This is an optimization exercise on Yosys and OpenROAD, whose aim is small area and a short achievable clock period, not a production implementation. In this exercise RTL edits were held to simulation tests only and were not proved equivalent to the original. Power figures rest on the tool's default switching activity, not on a simulated workload.

==> flow/design.v (outline; a module is shown in full before it is edited, if it fits) <==
// module tscalar_exec: 2085 lines
// module tsx_fa: 4 lines
// module tsx_ha: 4 lines
module tscalar_exec (
    input  wire        clk,
    input  wire        rst,          
    input  wire        in_valid,
    input  wire [39:0] instr,        
    input  wire [31:0] rs_val,
    input  wire [31:0] rt_val,
    output reg         out_valid,
    output reg         out_we,       
    output reg  [4:0]  out_rd,
    output wire [31:0] out_wdata,
    output reg         out_we2,      
    output wire [31:0] out_wdata2,
    output reg         out_sat,      
    output reg         out_ill       
);
  // ...
==> flow/flow/run.sh <==
#!/bin/bash
# The standard layout, except that the port buffers that placement adds are
# plain buf_1 cells (the resizer upsizes them where timing needs it) rather
# than the delay cells buffer_ports picks on its own.
set -euo pipefail
bash standard.sh "BUFFER_PORTS_ARGS=-buffer_cell sky130_fd_sc_hd__buf_1" finish > standard_flow.log 2>&1
==> flow/standard.sh <==
#!/bin/bash
# synth_recipe.tcl (not shown) runs the flow's synth.tcl, then flattens the netlist and writes it again
# the make line also repeats each setting of config.mk as NAME=value (left out here)
make -C /OpenROAD-flow-scripts/flow DESIGN_CONFIG=/design/flow/config.mk WORK_HOME=/design/flow/orfs CLKGATE_MAP_FILE= SYNTH_SCRIPT=/design/flow/synth_recipe.tcl "${@:-finish}"
==> flow/config.mk <==
export PLATFORM = sky130hd
export DESIGN_NAME = tscalar_exec
export DESIGN_NICKNAME = tscalar_exec
export VERILOG_FILES = /design/flow/design.v
export SDC_FILE = /design/flow/constraint.sdc
export NUM_CORES = 4
export LEC_CHECK = 0
export ABC_AREA = 1
export CAP_MARGIN = 5
export CORE_MARGIN = 2
export CORE_UTILIZATION = 50
export CTS_CLUSTER_DIAMETER = 30
export CTS_CLUSTER_SIZE = 8
export PLACE_DENSITY = 0.65
export SETUP_SLACK_MARGIN = 5
export SLEW_MARGIN = 5
export SYNTH_HIERARCHICAL = 1
==> flow/constraint.sdc <==
create_clock -name core_clock -period 10.5 [get_ports {clk}]
set_input_delay 2.1000 -clock core_clock [delete_from_list [all_inputs] [get_ports {clk}]]
set_output_delay 2.1000 -clock core_clock [all_outputs]
set_load 0.01 [all_outputs]
==> metrics.md, run 1 <==
| Metric | Value |
|---|---|
| Status | `complete, no violations` |
| Worst reg2reg path depth | `17` |
| R2R setup slack | `4.97 ns` |
| Initial antenna violation count | `4` |
| Clock Power | `0.685 mW` |
| Total CTS buffers | `17` |
| Inverters | `427` |
| Signal buffers share of area | `0.0500` |
| # Post-CTS Setup Buffers | `9` |
| Routed length on met2 | `64700 um` |
| Met1 wire length | `57300 um` |
| Busiest metal layer after global routing | `met2` |
| Hold_sp | `r_rd[1]` |
| RSZ-0062 raised after global routing | `yes` |
| Cell-internal power | `2.84 mW` |
| Tightest Pin Transition | `1.20 ns` |
| Synth Area in Simple Gates | `0.169` |
| Netlist cell types | `58` |
| Final hold vios | `0` |
| Final worst-path cycle share | `0.527` |
| Number of buffers added on ports | `153` |
| Met2 global-route usage | `0.612` |
| Reg2Reg Capture Point | `o_s[29]` |
| Most area-hungry cell type in the Yosys netlist | `fa_1` |
| Crit path capture type | `flip-flop` |
| Main combinational cell family by area after synthesis | `adder cells` |
| FF-to-FF Start | `r_b[0]` |
| CP Buf/Inv Count | `3` |
| Placed Area | `36000 sq um` |
| CTS tree | `yes` |
| Post-Syn Area per Cell | `7.57 sq um` |
| Synth Area in Compound Gates | `0.191` |
| Fin Setup TNS | `0 ns` |
| Commonest cells in the synthesized netlist | `nand2_1 (731), xor2_1 (533), o22ai_1 (485)` |
==> inputs of run 2 (changes only) <==
--- a/flow/design.v
+++ b/flow/design.v
@@ -241,38 +241,29 @@
         r_inc   <= inc & d_sats;
         r_kmul  <= d_mul;
         r_kmulh <= d_mulh;
     end
     wire [32:0] sh_x = {r_fill & r_a[31], r_a};
     wire [32:0] sh_y = $signed(sh_x) >>> r_b[4:0];
     wire [31:0] y    = sh_y[31:0];
     wire [4:0]  wm1 = r_b[11:7];
-    wire [32*6-1:0] ip;
-    assign ip[31:0] = y;
-    genvar gl, gi;
-    generate
-        for (gl = 0; gl < 5; gl = gl + 1) begin : g_inc
-            for (gi = 0; gi < 32; gi = gi + 1) begin : g_bit
-                if ((gi >> gl) & 1)
-                    assign ip[32 * (gl + 1) + gi] = ip[32 * gl + gi] & ip[32 * gl + ((gi >> gl) << gl) - 1];
-                else
-                    assign ip[32 * (gl + 1) + gi] = ip[32 * gl + gi];
-            end
-        end
-    endgenerate
-    wire [31:0] qr   = y ^ ({ip[32 * 5 + 30:32 * 5], 1'b1} & {32{r_inc}});
     wire [31:0] wmsk = 32'hFFFFFFFF << wm1;                
-    wire        all1 = &(qr | ~wmsk);
-    wire        all0 = ~|(qr & wmsk);
-    wire        satv = ~(all1 | all0);
-    wire [31:0] sres = satv ? (qr[31] ? wmsk : ~wmsk) : qr;
+    wire [31:0] wms2 = {wmsk[30:0], 1'b0};                 
+    wire        hi0  = ~|(y & wmsk);
+    wire        hi1  = &(y | ~wmsk);
+    wire        hi1a = &(y | ~wms2);
+    wire        lo1  = &(y | wmsk);
+    wire        cw   = r_inc & lo1;
+    wire        satv = y[31] ? (cw ? ~hi1a : ~hi1) : (~hi0 | cw);
+    wire [31:0] sres = satv ? (y[31] ? wmsk : ~wmsk) : y;
     wire [31:0] m_a = r_a;
     wire [32:0] bo_b = {r_b, 1'b0};
     wire [15:0] bo_one, bo_two, bo_neg;
+    genvar gi;
     generate
         for (gi = 0; gi < 16; gi = gi + 1) begin : g_booth
             assign bo_one[gi] = bo_b[2 * gi + 1] ^ bo_b[2 * gi];
             assign bo_two[gi] = (bo_b[2 * gi + 2] & ~bo_b[2 * gi + 1] & ~bo_b[2 * gi]) |
                                 (~bo_b[2 * gi + 2] & bo_b[2 * gi + 1] & bo_b[2 * gi]);
             assign bo_neg[gi] = bo_b[2 * gi + 2];
         end
     endgenerate
@@ -1829,17 +1820,17 @@
     wire [31:0] res_s =
         res_s_e |
         ({32{r_kmul}}  & m_s[31:0]) |
         ({32{r_kmulh}} & m_s[63:32]);
     wire [31:0] res_c =
         ({32{r_kadd}}  & r_b) |
         ({32{r_kmul}}  & m_c[31:0]) |
         ({32{r_kmulh}} & m_c[63:32]);
-    wire [3:0]  res_g  = ({4{r_kmulh}} & m_lo_g) | {r_cin, 3'd0};
+    wire [3:0]  res_g  = ({4{r_kmulh}} & m_lo_g) | {r_cin | (r_ksats & r_inc & ~satv), 3'd0};
     wire [3:0]  res_p  = m_lo_p;
     reg [31:0] o_s, o_c;
     reg [3:0]  o_g, o_p;
     reg [4:0]  o_w2;
     always @(posedge clk) begin
         if (rst)
             out_valid <= 1'b0;
         else
==> flow/config.mk (replaced) <==
export PLATFORM = sky130hd
export DESIGN_NAME = tscalar_exec
export DESIGN_NICKNAME = tscalar_exec
export VERILOG_FILES = /design/flow/design.v
export SDC_FILE = /design/flow/constraint.sdc
export NUM_CORES = 4
export LEC_CHECK = 0
export ABC_AREA = 1
export CAP_MARGIN = 20
export CORE_MARGIN = 2
export CORE_UTILIZATION = 50
export CTS_CLUSTER_DIAMETER = 30
export CTS_CLUSTER_SIZE = 8
export PLACE_DENSITY = 0.65
export SETUP_SLACK_MARGIN = 5
export SLEW_MARGIN = 20
export SYNTH_HIERARCHICAL = 1
==> run 2 against run 1 <==
  * Still clean
  * Die area shrank 0.13%
  * First-iteration DRC count shrank 8.6%
  * Clock skew grew 0.0025 ns
  * Synthesized area shrank 0.14%
  * Worst setup slack gained 0.075 ns
  * Synthesized cell count grew 1.5%
  * Worst hold slack lost 0.0027 ns
  * Sequential share of layout area grew 0.059 points
  * Final cell count grew 1.4%
  * Routed wire length grew 5.4%
  * Critical endpoint is now o_s[3]
  * Largest power group unchanged
==> metrics.md, run 2 <==
| Metric | Value |
|---|---|
| CTS tree | `yes` |
| Crit path capture type | `flip-flop` |
| Die W | `269 um` |
| Commonest cells in the synthesized netlist | `nand2_1 (877), xor2_1 (539), o22ai_1 (500)` |
| DRC viols | `0` |
| Largest net degree at the start of global routing | `70` |
| Post-synthesis cell count | `4697` |
| Final hold vios | `0 (unchanged)` |
| H-tree Lvls | `4` |
| I/O Pins | `181` |
| Final nets | `5348` |
| Fmax | `183 MHz` |
| Setup violators final | `0` |
| CP Buf/Inv Count | `4 (+1)` |
| Drt pass-1 iters | `7` |
| Final worst-path cycle share | `0.520 (-0.00712)` |
| Max Buffers Root-to-Sink | `2` |
| Tot GR Track Use | `0.452` |
| Slew Limit Fails | `0` |
| Overflow after GRT | `0` |
| Ratio of cells with drive above 1 in the final layout | `0.0577` |
| GP Congestion | `1.07` |
| Initial cell density of the core | `0.507` |
| Final WL | `165000 um` |
| Worst-Skew Late Latency | `0.50 ns` |
| CP peak stage delay | `0.61 ns` |
| Top cells by area, synth | `fa_1 (24%), xor2_1 (13%), dfxtp_1 (9.6%)` |
| Post-DP HPWL | `122000 um` |
| Root buf cell | `clkbuf_16` |
| Tmin final | `5.46 ns` |
| Total die area | `72100 sq um` |
| Commonest cells after routing, fill and taps aside | `nand2_1 (876), xor2_1 (539), o22ai_1 (500), fa_1 (426), inv_1 (400)` |
| DRT antenna net count | `0` |
| # placed instances | `5532` |
| Yosys Warn Count | `7` |
| Worst-path maximum fanout | `31` |
| Cts hold-fix bufs | `0` |
| Die Ht | `269 um` |
| Worst endpoint required time | `10.89 ns` |
| Vias in the first global route | `34000` |
| First-pass GRT wire length | `237000 um` |
| Routed vias | `36400` |
| Slew margin rel. | `0.279` |
| Core box area | `68900 sq um` |
| Asr flop ratio synth | `0` |
| Tightest Pin Transition | `1.07 ns (-0.126 ns)` |
| Count leader, synth | `nand2_1` |
| Worst EP arrival | `5.84 ns` |
| Number of buffers added on ports | `153 (unchanged)` |
| Fin cells | `5582` |
| Netlist cell types | `59 (+1.7%)` |
| Cells along the critical path | `buf_6 -> inv_1 -> o21ai_2 -> buf_8 -> o22ai_1 -> xor2_1 -> fa_1 -> fa_1 -> fa_1 -> fa_1 -> fa_1 -> fa_1 -> a221o_1 -> inv_1 -> nand2_1` |
| Max Cap Violations | `0` |
| EDFF count, synth | `0` |
| CP dominant cell by count | `fa_1` |
| Peak VDD IR | `0.126 mV` |
| Status | `complete, no violations` |
| Total CTS buffers | `17 (unchanged)` |
| Flops & latches, synth | `168` |
| Most area-hungry cell type in the Yosys netlist | `fa_1` |
| Hold Crit Class | `reg2reg` |
| RSZ-0062 raised after global routing | `yes` |
| Post-Syn Area per Cell | `7.45 sq um (-1.6%)` |
| Vias per cell | `6.52` |
| Drt wl/cell | `29.6 um` |
| Share of Yosys cell area claimed by the top area cell type | `0.244` |
| Number of DRC markers in iteration 0 | `4891` |
| Post-synthesis sequential area ratio | `0.0961` |
| Pwr/cell area | `135 nW/um^2` |
| Reg clk slew, reported paths | `0.07 ns` |
| Mapped Area | `35000 sq um` |
| Leakage power | `19.8 nW` |
| CP top delay family | `adder cells` |
| Fin Setup TNS | `0 ns (unchanged)` |
| Commonest non-fill, non-tap cell in the layout | `nand2_1` |
| Synth Flop Type | `dfxtp_1` |
| CTS Sinks | `168` |
| Setup Skew | `0.0213 ns` |
| CP Class | `reg2reg` |
| Cell row count | `96` |
| Area delta synth->final | `6.23%` |
| Critical path's slowest cell | `fa_1` |
| Design Power | `5.03 mW` |
| Crit start category | `flip-flop` |
| Initial antenna violation count | `3 (-1)` |
run 2: changes by cell type in the layout (fill, tap and decap cells not counted), sizes merged, moves of 6 or more:
cell / previous run / this run
a21oi: 139 / 167
o221ai: 33 / 9
nand2: 736 / 889
a22o: 13 / 3
a221oi: 31 / 18
o22ai: 485 / 500
inv: 423 / 435
xnor2: 30 / 10
nor3: 26 / 18
nand3: 373 / 310
o21ai: 195 / 212
xor2: 533 / 539
run 2: routing by layer:
metal	wire length, um	GRT usage	vias up
li1	-	-	15600
met1	63800	0.600	17500
met2	68500	0.645	2763
met3	21300	0.137	543
met4	11800	0.276	2
met5	19	0	-
run 2: final cells by class:
| cell class | instances | area [sq um] |
|---|---|---|
| Tap cell | 931 | 1160 |
| Sequential cell | 168 | 3400 |
| Clock buffer | 18 | 429 |
| Inverter | 437 | 1670 |
| Clock inverter | 14 | 116 |
| Antenna cell | 4 | 10.0 |
| Multi-Input combinational cell | 3725 | 28500 |
| Fill cell | 6913 | 31800 |
| Timing Repair Buffer | 285 | 1860 |
run 2: power breakdown:
group          leakage, nW  internal (mW)  switching (mW)
combinational         18.1           1.28            2.43
clock                0.256          0.307           0.307
sequential            1.39          0.669          0.0385
run 2: what timing repair did:
item,4_1_cts,5_1_grt
endpoints found under the setup margin,63,64
setup buffers,5,5
cloned,0,4
pin swaps,3,2
gates resized for setup,28,59
run 2: kinds of logic (layout without fill, tap and decap cells):
group | Yosys count | after routing | share of synthesized area
xor gates and xnor gates | 549 | 549 | 0.137
other | 1 | 31 | 0.000107
buffers and inverters | 830 | 754 | 0.0952
DFF | 168 | 168 | 0.0961
and+or+nand+nor | 1482 | 1482 | 0.176
adders and majority gates | 607 | 607 | 0.309
AOI/OAI and AO/OA | 1060 | 1060 | 0.187
run 2: path summary, 6_finish.rpt:
check	start	endpoint	slack, ns	cells past startpoint
worst max-delay path	r_b[19]	o_s[3]	5.04	15
worst min-delay path	r_ill	out_ill	0.33	0
worst max register to register	r_b[19]	o_s[3]	5.04	15
worst min register to register	r_ill	out_ill	0.33	0
run 2: metrics by stage:
stage / setup slack [ns] / area (sq um) / hold WS (ns) / utilization
floorplan: 5.35 / 35100 / 0.310 / -
global placement: 4.54 / 36100 / 0.311 / 0.524
detailed placement: 4.46 / 36100 / 0.312 / 0.524
CTS: 4.90 / 36800 / 0.328 / 0.534
global route: 4.88 / 37200 / 0.338 / 0.539
finish: 5.04 / 37200 / 0.326 / 0.539
run 2: per-module statistics from Yosys (local to each module, per instance):
module / cells inside / area (sq um)
tsx_ha: 1 / 12.5
tscalar_exec: 4233 / 26000
tsx_fa: 1 / 20.0
==> inputs of run 3 (changes only) <==
--- a/flow/config.mk
+++ b/flow/config.mk
@@ -11,6 +11,7 @@
 export CORE_UTILIZATION = 50
 export CTS_CLUSTER_DIAMETER = 30
 export CTS_CLUSTER_SIZE = 8
+export GPL_ROUTABILITY_DRIVEN = 0
 export PLACE_DENSITY = 0.65
 export SETUP_SLACK_MARGIN = 5
 export SLEW_MARGIN = 20
==> run 3 against run 2 <==
  * Synthesized cell count is the same
  * Maximum frequency shrank 0.20%
  * Routed wire length shrank 6.1%
  * Total power grew 2.9%
  * Clock skew shrank 0.0025 ns
==> metrics.md, run 3 <==
| Metric | Value |
|---|---|
| Status | `complete, no violations` |
| Tmin final | `5.47 ns (+0.0112 ns)` |
| Peak VDD IR | `0.200 mV (+58%)` |
| Hold Crit Class | `reg2reg` |
| Die W | `269 um (unchanged)` |
| Design Power | `5.17 mW (+2.9%)` |
| Reg clk slew, reported paths | `0.07 ns (about the same)` |
| EDFF count, synth | `0 (unchanged)` |
| Die Ht | `269 um (unchanged)` |
| Mapped Area | `35000 sq um (unchanged)` |
| Area delta synth->final | `6.46%` |
| Final WL | `155000 um (-6.1%)` |
| Initial cell density of the core | `0.507 (unchanged)` |
| Vias per cell | `6.59 (+1.2%)` |
| Cell-internal power | `2.35 mW (+4.2%)` |
| Crit start category | `flip-flop` |
| DRT antenna net count | `0 (unchanged)` |
| Number of DRC markers in iteration 0 | `6082 (+24%)` |
| I/O Pins | `181 (unchanged)` |
| Hold path cells | `0 (unchanged)` |
| Fin Setup TNS | `0 ns (unchanged)` |
| Cell row count | `96 (unchanged)` |
| Post-synthesis cell count | `4697 (unchanged)` |
| Synth Flop Type | `dfxtp_1` |
| Post-Syn Area per Cell | `7.45 sq um (unchanged)` |
| Commonest non-fill, non-tap cell in the layout | `nand2_1` |
| Total die area | `72100 sq um (unchanged)` |
| Final nets | `5353 (+0.093%)` |
| Worst-path maximum fanout | `34 (+9.7%)` |
| Post-DP HPWL | `112000 um (-8.5%)` |
| Max Buffers Root-to-Sink | `2 (unchanged)` |
| Crit path capture type | `flip-flop` |
| Final hold vios | `0 (unchanged)` |
| Yosys Warn Count | `7 (unchanged)` |
| CP peak stage delay | `0.86 ns (+0.25 ns)` |
| Final worst-path cycle share | `0.521 (+0.00107)` |
| Vias in the first global route | `34200 (+0.51%)` |
| Switching share of power | `0.546 (-0.00546)` |
| CTS tree | `yes` |
| Sequential Power Share | `0.138 (-0.003)` |
| Total CTS buffers | `17 (unchanged)` |
| Routed vias | `36800 (+1.2%)` |
| Psw | `2.83 mW (+1.9%)` |
| Leakage power | `19.8 nW (+0.15%)` |
| Worst EP arrival | `5.74 ns (-0.10 ns)` |
| DRC viols | `0 (unchanged)` |
| Setup violators final | `0 (unchanged)` |
| H-tree Lvls | `4 (unchanged)` |
| Share of Yosys cell area claimed by the top area cell type | `0.244 (unchanged)` |
| Largest net degree at the start of global routing | `68 (-2.9%)` |
| Design Area, Final | `37200 sq um (+0.22%)` |
| Fillers | `6743 (-2.5%)` |
| Critical path's slowest cell | `o21ai_0` |
| Root buf cell | `clkbuf_16` |
| Worst endpoint required time | `10.78 ns (-0.11 ns)` |
| Setup Skew | `0.0188 ns (-0.00252 ns)` |
| Slew Limit Fails | `0 (unchanged)` |
| Commonest cells in the synthesized netlist | `nand2_1 (877), xor2_1 (539), o22ai_1 (500)` |
| CP Class | `reg2reg` |
| Clk pwr share | `0.128 (+0.006)` |
| Ratio of cells with drive above 1 in the final layout | `0.0587 (+0.00103)` |
| Asr flop ratio synth | `0 (unchanged)` |
| Most area-hungry cell type in the Yosys netlist | `fa_1` |
| Max Cap Violations | `0 (unchanged)` |
| Post-layout util | `0.540 (+0.00118)` |
| Worst reg2reg path depth | `11 (-4)` |
| Core box area | `68900 sq um (unchanged)` |
| Tot GR Track Use | `0.419 (-0.0333)` |
| CTS Sinks | `168 (unchanged)` |
| Flops & latches, synth | `168 (unchanged)` |
| First-pass GRT wire length | `225000 um (-5.3%)` |
| Post-synthesis sequential area ratio | `0.0961 (unchanged)` |
| Worst-Skew Late Latency | `0.46 ns (-0.04 ns)` |
| RSZ-0062 raised after global routing | `yes` |
| CP dominant cell by count | `fa_1` |
| Top cells by area, synth | `fa_1 (24%), xor2_1 (13%), dfxtp_1 (9.6%)` |
| Overflow after GRT | `0 (unchanged)` |
| Drt wl/cell | `27.8 um (-6.1%)` |
| Count leader, synth | `nand2_1` |
| Commonest cells after routing, fill and taps aside | `nand2_1 (874), xor2_1 (539), o22ai_1 (500), fa_1 (424), inv_1 (403)` |
| Cells along the critical path | `buf_4 -> nand2_1 -> o21ai_0 -> fa_1 -> fa_1 -> fa_1 -> fa_1 -> fa_1 -> fa_1 -> nand2_1 -> o21ai_0` |
| Drt pass-1 iters | `9 (+2)` |
| Initial antenna violation count | `4 (+1)` |
| Pwr/cell area | `139 nW/um^2 (+2.7%)` |
| Fmax | `183 MHz (-0.20%)` |
| Placed Area | `36000 sq um (-0.35%)` |
| Netlist cell types | `59 (unchanged)` |
| Logic pwr share | `0.734 (-0.003)` |
| Tightest Pin Transition | `1.35 ns (+0.283 ns)` |
| Number of buffers added on ports | `153 (unchanged)` |
| Slew margin rel. | `0.0879 (-0.191)` |
[run 3: cell count changes in the layout (fill, tap and decap cells not counted), moves of 3 or more]
cell,before,now
buf_4,94,104
buf_6,19,15
buf_8,6,3
clkbuf_8,0,3
dfxtp_2,17,14
diode_2,4,1
inv_1,400,403
inv_2,26,18
[run 3: what timing repair did]
action | in CTS | in global routing
setup endpoints to repair | 75 | 64
gates resized for setup | 31 | 61
cloned | 0 | 5
pin swaps | 2 | 2
buffers inserted | 7 | 24
hold buffers | 0 | 0
[run 3: area by class of cell]
type	instances	area, sq um	share of cell area
inverter	437	1670	0.0449
timing repair buffer	290	1890	0.0507
antenna	1	2.50	0.0000672
multi-input combinational	3725	28500	0.766
clock inverter	12	141	0.00380
clock buffer	19	453	0.0122
tap	931	1160	0.0313
sequential	168	3410	0.0915
[run 3: cells by family after synthesis]
group | synth area share
other cells | 0.000107
flops | 0.0961
compound gates | 0.187
xor+xnor | 0.137
buf+inv | 0.0952
fa+ha+maj | 0.309
simple gates | 0.176
[run 3: routing by layer]
| layer | vias to the layer above | track usage | part of all wire |
|---|---|---|---|
| li1 | 15600 | - | - |
| met5 | - | 0 | 0.00032 |
| met1 | 17200 | 0.542 | 0.36 |
| met3 | 726 | 0.134 | 0.15 |
| met2 | 3237 | 0.595 | 0.40 |
| met4 | 6 | 0.285 | 0.087 |
[run 3: per-module statistics from Yosys (local to each module, per instance)]
module	cells inside	cell area [sq um]	flops+latches	times used
tsx_ha	1	12.5	0	39
tscalar_exec	4233	26000	168	1
tsx_fa	1	20.0	0	425
[run 3: final timing paths]
kind | from | endpoint | slack [ns]
hold reg to reg | r_we | out_we | 0.33
setup reg to reg | r_b[0] | o_c[1] | 5.03
setup / recovery | r_b[0] | o_c[1] | 5.03
hold / removal | r_we | out_we | 0.33
[run 3: per-stage QoR]
step,setup WS [ns],hold slack (ns),instances
6_report,5.03,0.328,5583
5_1_grt,4.96,0.330,5582
4_1_cts,5.00,0.328,5553
3_5_place_dp,4.33,0.312,5515
3_3_place_gp,4.19,0.310,5515
2_1_floorplan,5.35,0.310,4723
[run 3: power groups by stage]
| stage | logic (mW) | clock network [mW] | registers, mW |
|---|---|---|---|
| floorplan | 2.06 | 0 | 0.697 |
| global route | 3.96 | 0.688 | 0.710 |
| CTS | 3.51 | 0.664 | 0.707 |
| finish | 3.80 | 0.662 | 0.711 |
| detailed placement | 3.49 | 0 | 0.721 |
| global placement | 3.47 | 0 | 0.721 |
[run 3: worst max-delay path: cells and delay by family, from the launching register on]
family,cells,cell delay (ns)
adder cells (fa/ha/maj),6,3.00
AO/OA/AOI/OAI,2,1.09
AND/OR/NAND/NOR,2,0.51
buffers and inverters,1,0.37
flip-flops,1,0.31
==> inputs of run 4 (changes only) <==
--- a/flow/config.mk
+++ b/flow/config.mk
@@ -8,11 +8,10 @@
 export ABC_AREA = 1
 export CAP_MARGIN = 20
 export CORE_MARGIN = 2
-export CORE_UTILIZATION = 50
+export CORE_UTILIZATION = 55
 export CTS_CLUSTER_DIAMETER = 30
 export CTS_CLUSTER_SIZE = 8
-export GPL_ROUTABILITY_DRIVEN = 0
-export PLACE_DENSITY = 0.65
+export PLACE_DENSITY = 0.72
 export SETUP_SLACK_MARGIN = 5
 export SLEW_MARGIN = 20
 export SYNTH_HIERARCHICAL = 1
==> run 4 against run 3 <==
  * Largest cell class unchanged
  * Global-route usage increased by 4.9 points
  * Maximum frequency increased by 1.3%
  * Flip-flop and latch count unchanged
  * Still clean
  * Routed wire length is 2.1% higher
  * Critical path type unchanged
  * Final cell count shrank 1.4%
  * Register-to-register slack improved by 0.07 ns
  * Die area fell by 9.0%
  * Critical path depth rose by 9
  * Synthesized cell count unchanged
  * Clock power increased by 4.7%
  * First-iteration DRC count fell by 7.6%
==> metrics.md, run 4 <==
| Metric | Value |
|---|---|
| Max Buffers Root-to-Sink | `2 (unchanged)` |
| Total CTS buffers | `17 (unchanged)` |
| Netlist cell types | `59 (unchanged)` |
| Cts hold-fix bufs | `0 (unchanged)` |
| Commonest cells in the synthesized netlist | `nand2_1 (877), xor2_1 (539), o22ai_1 (500)` |
| CP Class | `reg2reg` |
| Commonest cells after routing, fill and taps aside | `nand2_1 (876), xor2_1 (539), o22ai_1 (500), fa_1 (424), inv_1 (397)` |
| Clk pwr share | `0.138 (+0.010)` |
| Vias in the first global route | `34500 (+0.91%)` |
| Flops & latches, synth | `168 (unchanged)` |
| Final worst-path cycle share | `0.514 (-0.00680)` |
| Setup Skew | `0.0255 ns (+0.00679 ns)` |
| Synth Flop Type | `dfxtp_1` |
| Slew Limit Fails | `0 (unchanged)` |
| Total die area | `65600 sq um (-9.0%)` |
| Worst endpoint required time | `10.91 ns (+0.13 ns)` |
| Psw | `2.74 mW (-3.1%)` |
| Switching share of power | `0.545 (-0.00119)` |
| I/O Pins | `181 (unchanged)` |
| Post-Syn Area per Cell | `7.45 sq um (unchanged)` |
| Peak VDD IR | `0.165 mV (-18%)` |
| Worst reg2reg path depth | `20 (+9)` |
| Final nets | `5354 (+0.019%)` |
| Tmin final | `5.40 ns (-0.0714 ns)` |
| Cell-internal power | `2.29 mW (-2.6%)` |
| CTS tree | `yes` |
| Yosys Warn Count | `7 (unchanged)` |
| Final hold vios | `0 (unchanged)` |
| Worst-path maximum fanout | `17 (-50%)` |
| Number of buffers added on ports | `153 (unchanged)` |
| Post-DP HPWL | `115000 um (+2.7%)` |
| Final WL | `159000 um (+2.1%)` |
| Sequential Power Share | `0.140 (+0.002)` |
| EDFF count, synth | `0 (unchanged)` |
| Crit start category | `flip-flop` |
| Hold Crit Class | `reg2reg` |
| GP Congestion | `1.08` |
| Min Hold Slack | `0.323 ns (-0.00528 ns)` |
| H-tree Lvls | `4 (unchanged)` |
| Core box area | `63000 sq um (-8.7%)` |
| Design Power | `5.03 mW (-2.8%)` |
| Reg clk slew, reported paths | `0.09 ns (+0.02 ns)` |
| R2R setup slack | `5.10 ns (+0.07 ns)` |
| Leakage power | `19.8 nW (+0.12%)` |
| Die Ht | `256 um (-4.6%)` |
| Fin Setup TNS | `0 ns (unchanged)` |
| Commonest non-fill, non-tap cell in the layout | `nand2_1` |
| Share of Yosys cell area claimed by the top area cell type | `0.244 (unchanged)` |
| Hold path cells | `0 (unchanged)` |
| Number of DRC markers in iteration 0 | `5617 (-7.6%)` |
| RSZ-0062 raised after global routing | `yes` |
| Tot GR Track Use | `0.468 (+0.0485)` |
| Post-synthesis cell count | `4697 (unchanged)` |
| Overflow after GRT | `0 (unchanged)` |
| Vias per cell | `6.71 (+1.8%)` |
| Top cells by area, synth | `fa_1 (24%), xor2_1 (13%), dfxtp_1 (9.6%)` |
| Most area-hungry cell type in the Yosys netlist | `fa_1` |
| Initial cell density of the core | `0.556 (+0.0482)` |
| Area delta synth->final | `6.26%` |
| Asr flop ratio synth | `0 (unchanged)` |
| Drt wl/cell | `28.8 um (+3.6%)` |
| Post-synthesis sequential area ratio | `0.0961 (unchanged)` |
| Drt pass-1 iters | `9 (unchanged)` |
| Design Area, Final | `37200 sq um (-0.19%)` |
| Tightest Pin Transition | `1.10 ns (-0.258 ns)` |
| Routed vias | `36900 (+0.32%)` |
| Worst EP arrival | `5.80 ns (+0.06 ns)` |
| DRC viols | `0 (unchanged)` |
| Max Cap Violations | `0 (unchanged)` |
| DRT antenna net count | `0 (unchanged)` |
| Die W | `256 um (-4.6%)` |
| Count leader, synth | `nand2_1` |
| DP Worst Slack | `4.34 ns (+0.0114 ns)` |
| Largest net degree at the start of global routing | `64 (-5.9%)` |
| Mapped Area | `35000 sq um (unchanged)` |
| Initial antenna violation count | `5 (+1)` |
| Placed Area | `35900 sq um (-0.19%)` |
| Pwr/cell area | `135 nW/um^2 (-2.7%)` |
| Logic pwr share | `0.722 (-0.012)` |
| Fmax | `185 MHz (+1.3%)` |
| Setup violators final | `0 (unchanged)` |
| First-pass GRT wire length | `229000 um (+2.1%)` |
| Cell row count | `92 (-4.2%)` |
| CTS Sinks | `168 (unchanged)` |
| Status | `complete, no violations` |
| Root buf cell | `clkbuf_16` |
| Crit path capture type | `flip-flop` |
| Final setup margin | `5.10 ns (+0.0714 ns)` |
| Ratio of cells with drive above 1 in the final layout | `0.0597 (+0.00105)` |
| Worst-Skew Late Latency | `0.49 ns (+0.03 ns)` |
| Slew margin rel. | `0.262 (+0.174)` |
[run 4: cell types whose count changed in the layout (fill, tap and decap cells not counted), moves of 4 or more]
cell,change
clkbuf_2,+4
clkinv_8,+7
inv_1,-6
inv_2,+4
o21ai_0,-4
o21ai_1,+4
[run 4: power groups by stage]
| stage | Sequential, mW | Clock, mW | Combinational [mW] |
|---|---|---|---|
| final | 0.704 | 0.693 | 3.63 |
| after global routing | 0.704 | 0.717 | 3.81 |
| after CTS | 0.700 | 0.693 | 3.41 |
| after detailed placement | 0.715 | 0 | 3.38 |
| after global placement | 0.715 | 0 | 3.36 |
| after floorplan | 0.697 | 0 | 2.06 |
[run 4: what timing repair did]
item	CTS	global route
endpoints found under the setup margin	61	41
gates cloned	1	4
pin swaps	1	9
resized for setup	25	69
buffers inserted	4	23
[run 4: kinds of logic after synthesis]
family          share of synthesized area
buf+inv                            0.0952
flops                              0.0961
simple gates                        0.176
compound gates                      0.187
xor+xnor                            0.137
fa+ha+maj                           0.309
other cells                      0.000107
[run 4: Yosys stat by module (local to each module, per instance)]
module        flops+latches  cells  copies in the design
tscalar_exec            168   4233                     1
tsx_ha                    0      1                    39
tsx_fa                    0      1                   425
[run 4: area by class of cell]
type / count / area, sq um
antenna: 4 / 10.0
clock buffer: 17 / 425
clock inverter: 15 / 211
fill: 6051 / 25800
inverter: 437 / 1680
multi-input combinational: 3725 / 28500
sequential: 168 / 3400
tap: 846 / 1060
timing repair buffer: 290 / 1880
timing repair inverter: 1 / 5.00
[run 4: critical path: stages, from the launching register on]
cell and delay (ns):
dfxtp_4 0.40, buf_16 0.18, nand2_1 0.11, inv_1 0.06, nor2_2 0.19, clkinvlp_4 0.11, buf_4 0.20, buf_4 0.20
o22ai_1 0.22, xor2_1 0.25, fa_1 0.48, fa_1 0.46, fa_1 0.40, fa_1 0.49, fa_2 0.70, nor2_1 0.08
inv_1 0.10, o21ai_0 0.16, nor3_1 0.27, nand2_1 0.08, a41oi_1 0.15
[run 4: worst paths after layout]
| path | startpoint | to |
|---|---|---|
| hold reg to reg | r_ill | out_ill |
| setup reg to reg | r_b[11] | o_g[1] |
| hold / removal | r_ill | out_ill |
| setup / recovery | r_b[11] | o_g[1] |
[run 4: layer usage]
| metal | wire length [um] | GRT usage | vias up |
|---|---|---|---|
| met4 | 11700 | 0.281 | 2 |
| li1 | - | - | 15600 |
| met5 | 12 | 0 | - |
| met1 | 58800 | 0.618 | 17500 |
| met2 | 64400 | 0.661 | 3181 |
| met3 | 23700 | 0.156 | 635 |
[run 4: through the flow]
| stage | cells | utilization |
|---|---|---|
| 2_1_floorplan | 4723 | - |
| 3_3_place_gp | 5435 | 0.570 |
| 3_5_place_dp | 5435 | 0.570 |
| 4_1_cts | 5472 | 0.583 |
| 5_1_grt | 5499 | 0.590 |
| 6_report | 5503 | 0.590 |

## static timing again, ports no longer ideal
No port has a modelled driver above. Below, the same layouts with a new extraction and two added sets of constraints.
Step 1 (the two cells are an assumption about what drives the block):
set clk [get_ports {clk}]
set_driving_cell -lib_cell sky130_fd_sc_hd__clkbuf_16 $clk
set_driving_cell -lib_cell sky130_fd_sc_hd__buf_2 [delete_from_list [all_inputs] $clk]
Step 2 times the ports against the registers' clock, not the clock port: input delays grow and output delays shrink by t, the midpoint of the rising clock arrivals with the driver on.
Slacks: ideal ports / drivers / drivers and shift; pairs: ideal ports / drivers.
run | t, ns | setup slack, ns | worst setup path after step 2 | worst register clock-pin slew, ns | pins driven straight from the clock port
run 1 | 0.542 | 4.969 / 4.969 / 4.691 | input to register | 0.09 / 0.09 | 1
run 2 | 0.548 | 5.044 / 5.044 / 4.727 | input to register | 0.09 / 0.09 | 1
run 3 | 0.514 | 5.033 / 5.033 / 4.626 | input to register | 0.09 / 0.09 | 1
run 4 | 0.538 | 5.104 / 5.104 / 4.717 | input to register | 0.10 / 0.10 | 1
After both steps setup and hold are still met in every run listed. For run 3, which loses most, drivers alone change the setup slack by 0.000 ns; drivers and shift together by -0.407 ns.
